From an optimization exercise on the open Yosys and OpenROAD flow, aimed at small area, a short achievable clock period and few clock cycles; shortcuts taken in it are not production practice.
The RTL of this run was laid out without a check of its function.
Power figures rest on the tool's default switching activity, not on a simulated workload.

==> design.v <==
module kz_lapcore (
    input  wire        clk,
    input  wire        rst_n,        
    input  wire        in_valid,
    output wire        in_ready,
    input  wire        in_op,        
    input  wire [31:0] in_data,
    input  wire [1:0]  in_gain,
    input  wire [15:0] in_gate,
    input  wire [15:0] in_dist,
    output reg         out_valid,
    output wire [15:0] out_e,
    output wire [31:0] out_period,
    output wire [31:0] out_length,
    output reg         out_reject,
    output reg         out_dist,
    output reg         out_loss
);
    localparam [30:0] P_NOM = 31'd1280000000;
    localparam [33:0] P_MIN = 34'd896000000;
    localparam [33:0] P_MAX = 34'd1638400000;
    reg s_idle, s_abs, s_div, s_mm, s_mul, s_pu, s_pv, s_lu;
    reg mul2;             
    reg [4:0]  cnt;
    reg [30:0] P;
    reg [33:0] R;         
    reg [18:0] Q;         
    reg [15:0] G;         
    reg [17:0] Y;         
    reg        bp;        
    reg        neg;
    reg [1:0]  gain;
    reg        lz;        
    reg        dsk;       
    reg        msk;       
    reg        bm1, bm2, binv;    
    assign in_ready   = s_idle;
    assign out_e      = Q[15:0];
    assign out_period = {1'b0, P};
    assign out_length = R[31:0];
    wire d_small = in_data[31] ? (&in_data[31:20]) : !(|in_data[31:21]);
    wire [33:0] X   = s_div ? {R[32:0], 1'b0} : (lz ? 34'd0 : R);
    wire        m1  = s_div | s_pu | s_lu | (s_mul & bm1);
    wire        m2  = s_mul & bm2;
    wire        inv = s_div ? !R[33] : s_abs ? neg : (s_mul & binv);
    wire [33:0] Yop = ((m1 ? {3'd0, P} : 34'd0) | (m2 ? {2'd0, P, 1'b0} : 34'd0) |
                       (s_abs ? R : 34'd0)) ^ {34{inv}};
    wire [33:0] sum = X + Yop + {33'd0, inv};
    wire        rej  = Q > {2'd0, G, 1'b0};           
    wire        dfl  = Q > {1'b0, Y};                 
    wire [15:0] m16  = Q[16:1] + {15'd0, Q[0]};       
    wire [15:0] mc   = dfl ? Y[16:1] : m16;
    wire [15:0] e_ps = (Q >= 19'd65535) ? 16'h7FFF : m16;
    wire [15:0] e_ng = (Q >  19'd65536) ? 16'h8000 : (~Q[16:1] + {15'd0, !Q[0]});
    wire [33:0] v1 = (34'd1 << (5'd25 - {2'd0, gain, 1'b0})) - {33'd0, neg};
    wire [33:0] v2 = (34'd1 << (gain[1] ? 5'd17 : 5'd19)) - {33'd0, neg};
    wire p_ok = !(R < P_MIN) && !(R > P_MAX);
    reg  [17:0] y_n;
    reg         bp_n;
    reg  [4:0]  cnt_n;
    always @(*) begin
        y_n = Y; bp_n = bp; cnt_n = cnt;
        if (s_mm) begin
            y_n = {1'b0, mc, 1'b0}; bp_n = 1'b0; cnt_n = 5'd13 - {3'd0, gain};
        end else if (s_pv) begin
            y_n = gain[0] ? {1'b0, G, 1'b0} : {2'd0, G}; bp_n = 1'b0;
            cnt_n = gain[1] ? 5'd9 : 5'd10;
        end else if (s_mul) begin
            if (msk) begin
                y_n = {8'd0, Y[17:8]}; bp_n = 1'b0; cnt_n = cnt - 5'd4;
            end else begin
                y_n = {2'd0, Y[17:2]}; bp_n = Y[1]; cnt_n = cnt - 5'd1;
            end
        end
    end
    wire n_m1  = y_n[0] ^ bp_n;
    wire n_m2  = (y_n[1] & ~y_n[0] & ~bp_n) | (~y_n[1] & y_n[0] & bp_n);
    wire n_neg = y_n[1] & ~(y_n[0] & bp_n);
    wire n_msk = (y_n[7:0] == 8'd0) && !bp_n && (cnt_n >= 5'd4);
    always @(posedge clk) begin
        out_valid <= 1'b0;
        if (!rst_n) begin
            s_idle <= 1'b1; s_abs <= 1'b0; s_div <= 1'b0; s_mm <= 1'b0; s_mul <= 1'b0;
            s_pu <= 1'b0; s_pv <= 1'b0; s_lu <= 1'b0;
            P <= P_NOM;
            lz <= 1'b1;
        end else begin
            if (s_idle && in_valid) begin
                s_idle     <= 1'b0;
                out_reject <= 1'b0;
                out_dist   <= 1'b0;
                out_loss   <= 1'b0;
                if (in_op) begin
                    P    <= in_data[30:0];
                    Q    <= 19'd0;
                    lz   <= 1'b1;
                    s_lu <= 1'b1;
                end else begin
                    neg   <= in_data[31];
                    gain  <= in_gain;
                    G     <= in_gate;
                    Y     <= {1'b0, in_dist, 1'b0};
                    R     <= d_small ? {in_data[31], in_data[24:0], 8'd0}
                                     : {{5{in_data[31]}}, in_data[24:0], 4'd0};
                    cnt   <= d_small ? 5'd15 : 5'd19;
                    Q     <= 19'd0;
                    lz    <= 1'b1;
                    s_abs <= 1'b1;
                end
            end
            if (s_abs) begin
                R     <= sum;
                dsk   <= (R[33:24] == 10'd0 || R[33:24] == 10'h3FF);
                s_abs <= 1'b0;
                s_div <= 1'b1;
            end
            if (s_div) begin
                if (dsk) begin
                    R   <= {R[29:0], 4'd0};
                    Q   <= {Q[14:0], 4'd0};
                    cnt <= cnt - 5'd4;
                    dsk <= (R[33:21] == 13'd0) && (cnt >= 5'd8);
                    if (cnt == 5'd4) begin s_div <= 1'b0; s_mm <= 1'b1; end
                end else begin
                    R   <= sum;
                    Q   <= {Q[17:0], !sum[33]};
                    cnt <= cnt - 5'd1;
                    if (cnt == 5'd1) begin s_div <= 1'b0; s_mm <= 1'b1; end
                end
            end
            if (s_mm) begin
                s_mm <= 1'b0;
                Q <= {3'd0, neg ? e_ng : e_ps};
                if (rej) begin
                    out_reject <= 1'b1;
                    lz   <= 1'b1;
                    s_lu <= 1'b1;
                end else begin
                    out_dist <= dfl;
                    lz    <= 1'b0;
                    G     <= mc;
                    R     <= v1;
                    mul2  <= 1'b0;
                    s_mul <= 1'b1;
                end
            end
            if (s_mul) begin
                R <= msk ? {{8{R[33]}}, R[33:8]} : {{2{sum[33]}}, sum[33:2]};
                if (cnt_n == 5'd0) begin
                    s_mul <= 1'b0;
                    if (mul2) s_lu <= 1'b1; else s_pu <= 1'b1;
                end
            end
            if (s_pu) begin
                R    <= sum;
                s_pu <= 1'b0;
                s_pv <= 1'b1;
            end
            if (s_pv) begin
                s_pv <= 1'b0;
                R    <= v2;
                mul2 <= 1'b1;
                if (p_ok) begin
                    P     <= R[30:0];
                    s_mul <= 1'b1;
                end else begin
                    out_loss <= 1'b1;
                    lz   <= 1'b1;
                    s_lu <= 1'b1;
                end
            end
            if (s_lu) begin
                R <= sum;
                out_valid <= 1'b1;
                s_lu   <= 1'b0;
                s_idle <= 1'b1;
            end
            if (s_mm || s_pv || s_mul) begin
                Y <= y_n; bp <= bp_n; cnt <= cnt_n;
                bm1 <= n_m1; bm2 <= n_m2; binv <= n_neg ^ neg; msk <= n_msk;
            end
        end
    end
endmodule
==> run.sh <==
#!/bin/bash
# synth_recipe.tcl (not shown) runs the flow's synth.tcl, then flattens the netlist and writes it again
# the make line also repeats each setting of config.mk as NAME=value (left out here)
make -C /OpenROAD-flow-scripts/flow DESIGN_CONFIG=/design/flow/config.mk WORK_HOME=/design/flow/orfs CLKGATE_MAP_FILE= SYNTH_SCRIPT=/design/flow/synth_recipe.tcl finish
==> config.mk <==
export PLATFORM = sky130hd
export DESIGN_NAME = kz_lapcore
export DESIGN_NICKNAME = kz_lapcore
export VERILOG_FILES = /design/flow/design.v
export SDC_FILE = /design/flow/constraint.sdc
export NUM_CORES = 4
export LEC_CHECK = 0
export CAP_MARGIN = 20
export CORE_MARGIN = 2
export CORE_UTILIZATION = 40
export SLEW_MARGIN = 20
==> constraint.sdc <==
create_clock -name core_clock -period 14.0 [get_ports {clk}]
set_input_delay 2.8000 -clock core_clock [delete_from_list [all_inputs] [get_ports {clk}]]
set_output_delay 2.8000 -clock core_clock [all_outputs]
set_load 0.01 [all_outputs]
==> results.json <==
{
  "cts.sink_count": 145,
  "ir_worst_vdd_mv": 0.0892,
  "critPathSlowestCell": "clkdlybuf4s50_1",
  "yosys_warnings": 1,
  "nFillCells": 3776,
  "clk_latency_ns": 0.46,
  "portBuffers": 153,
  "h-tree-depth": 4,
  "grtUsageTotal_pct": 30.2,
  "crit_arrival_ns": 6.03,
  "numCtsBuffers": 17,
  "avgViaCountPerCell": 6.37,
  "utilization_pct": 45.9,
  "highest_layer": "met4",
  "antenna_left": 0,
  "netlist_area_sq_mm": 0.0151,
  "rsz0062_at_grt": "no",
  "wl_per_cell_um": 23.9,
  "max_freq_mhz": 174,
  "syn_area_per_cell_sq_um": 7.56,
  "worstPathCellList": "clkdlybuf4s50_1 -> or4_1 -> nor3_1 -> a31oi_4 -> buf_4 -> mux2i_1 -> a31oi_1 -> nand2_1 -> and3b_1 -> or3_1 -> a211o_1 -> o221ai_1",
  "grt_pass1_wl_um": 91200,
  "synth-async-reset-ratio_pct": 0,
  "path_max_fanout": 25,
  "cts.root.buffer_cell": "clkbuf_16",
  "power_leakage_nw": 6.61,
  "grt_max_degree": 76,
  "skew_ns": 0.0158,
  "die_w_um": 199,
  "initial_core_util_pct": 40.4,
  "via_count": 16000,
  "yosys.area.top_type_share_pct": 20.6,
  "grt.overflow.total": 0,
  "ys_seq_elements": 145,
  "start_kind": "input port",
  "drv_cap": 0,
  "drt-met1-wl_um": 24600,
  "synth_nets": 2155,
  "outcome": "finished clean",
  "setup_violations": 0,
  "cts_tree": "built",
  "route.met2.wl_um": 27700,
  "pin_count": 155,
  "dieArea_sq_mm": 0.0394,
  "drtPass1Iterations": 6,
  "critPathRequiredTime_ns": 14.29,
  "period_needed_ns": 5.74,
  "yosys-top-cells-area": "edfxtp_1 (21%), nand2_1 (6.6%), ha_1 (6.6%), a21oi_1 (5.5%), dfxtp_1 (5.4%)",
  "core_sq_mm": 0.0375,
  "synth_cell_types": 81,
  "nNetsFinal": 2144,
  "yosysTopAreaCell": "edfxtp_1",
  "area.growth.synth_to_final_pct": 13.7,
  "hold_buffers": 0,
  "drcViolationCount": 0,
  "synth-edff-count": 104,
  "diodes": 0,
  "grt_pass1_vias": 15300,
  "met3_length_um": 5250,
  "end_kind": "flip-flop",
  "hold_viol": 0,
  "crit_type": "input port to flip-flop",
  "gp_congestion": 0.973,
  "slowest_delay_ns": 0.53,
  "cp_top_family": "simple AND/OR/NAND/NOR gates",
  "post_cts_buffers": 0,
  "slew_violations": 0,
  "fin_crit_sh_pct": 41.0,
  "wl_um": 60200,
  "syn_inst": 2004,
  "num_rows": 71,
  "synth_common_cells": "nand2_1 (267), nor2_1 (188), a21oi_1 (167)",
  "drt-initial-drc-count": 1575,
  "die_height_um": 199,
  "tightest_slew_ns": 1.05,
  "grt_antenna_before_repair": 0,
  "tns_ns": 0,
  "relSlewSlack_pct": 29.5,
  "hold_class": "flip-flop to flip-flop",
  "clk_path_buf_depth": 2,
  "p_per_area_mw_per_mm2": 87.3,
  "synth.most_common_cell": "nand2_1",
  "path_clk_slew_ns": 0.07,
  "dp_hpwl_um": 42600,
  "post_cts_resized": 0,
  "seq_area_frac_synth_pct": 26.0,
  "drive_gt1_share_pct": 6.03,
  "cp_num_buf_inv": 2,
  "synth_flop_cell": "edfxtp_1"
}
==> report_power, final <==
part,internal (mW),switching [mW]
combinational,0.181,0.228
sequential,0.498,0.0799
clock,0.301,0.216
==> cell usage in the layout (no fill, tap or decap), drive strengths merged, types with 45 or more instances in the layout <==
master / n
nand2: 268
nor2: 189
a21oi: 169
clkdlybuf4s50: 152
o21ai: 148
edfxtp: 104
ha: 80
inv: 73
xnor2: 69
mux2i: 66
nand3: 45
==> cell families after synthesis <==
logic type,share of synthesized area [%]
and+or+nand+nor,20.6
AOI/OAI and AO/OA,27.4
buffers and inverters,8.62
DFF,26.0
xor gates and xnor gates,5.38
adders and majority gates,6.74
muxes,5.25
other,0.0496
==> state kept, by name (all words and copies together) (netlist names), 2 cells and up <==
register,cells
Q,19
Y,17
G,16
P,31
cnt,5
R,34
gain,2
==> routing by layer <==
| layer | up-vias | track usage (%) |
|---|---|---|
| met5 | - | 0 |
| met4 | 0 | 14.3 |
| met3 | 175 | 5.12 |
| met2 | 929 | 49.1 |
| met1 | 7618 | 38.9 |
| li1 | 7302 | - |
==> through the flow <==
stage / instances / instance area [sq um] / hold WS (ns) / setup slack, ns / power, mW
2_1_floorplan: 2004 / 15100 / 0.406 / 8.85 / 0.829
3_3_place_gp: 2485 / 16600 / 0.426 / 7.98 / 0.978
3_5_place_dp: 2485 / 16600 / 0.431 / 7.87 / 0.983
4_1_cts: 2517 / 17200 / 0.441 / 8.32 / 1.50
5_1_grt: 2517 / 17200 / 0.472 / 8.11 / 1.56
6_report: 2517 / 17200 / 0.440 / 8.26 / 1.50
==> worst paths after layout <==
| kind | start | end | slack, ns | cells past startpoint |
|---|---|---|---|---|
| worst min register to register | mul2$_SDFFCE_PP1P_ | s_pu$_SDFF_PP0_ | 0.44 | 1 |
| worst max register to register | s_mul$_SDFF_PN0_ | R[26]$_DFFE_PP_ | 8.46 | 16 |
| worst min-delay path | mul2$_SDFFCE_PP1P_ | s_pu$_SDFF_PP0_ | 0.44 | 1 |
| worst max-delay path | in_data[31] | R[21]$_DFFE_PP_ | 8.26 | 12 |
==> cell type report <==
type                       instances  area, sq um  share of cell area [%]
clock buffer                      17          425                    2.47
clock inverter                    15          205                    1.19
inverter                          70          263                    1.53
multi-input combinational       1570         9940                    57.7
sequential                       145         3950                    22.9
tap                              511          639                    3.71
timing repair buffer             189         1800                    10.4

## separate check: timing with driven ports
In the flow no input, the clock included, has a driving cell. The finished layout below was timed again as built, in two steps. Step 1: set_driving_cell puts a clkbuf_16 on clk and a buf_2 on each other input, an assumption about the parent block. Step 2, shift: input delay + t, output delay - t, t = (earliest + latest rising clock arrival at the registers) / 2. This alone moves slack from input paths to output paths. a / b / c = ideal / step 1 / step 2; a / b = the first two.
t (ns): 0.506
setup slack, ns: 8.264 / 8.292 / 7.786
slew at the worst register clock pin (ns): 0.07 / 0.07
After both steps setup and hold are still met in this run. The setup slack of this run moves by +0.028 ns with the drivers and by -0.478 ns with both steps.
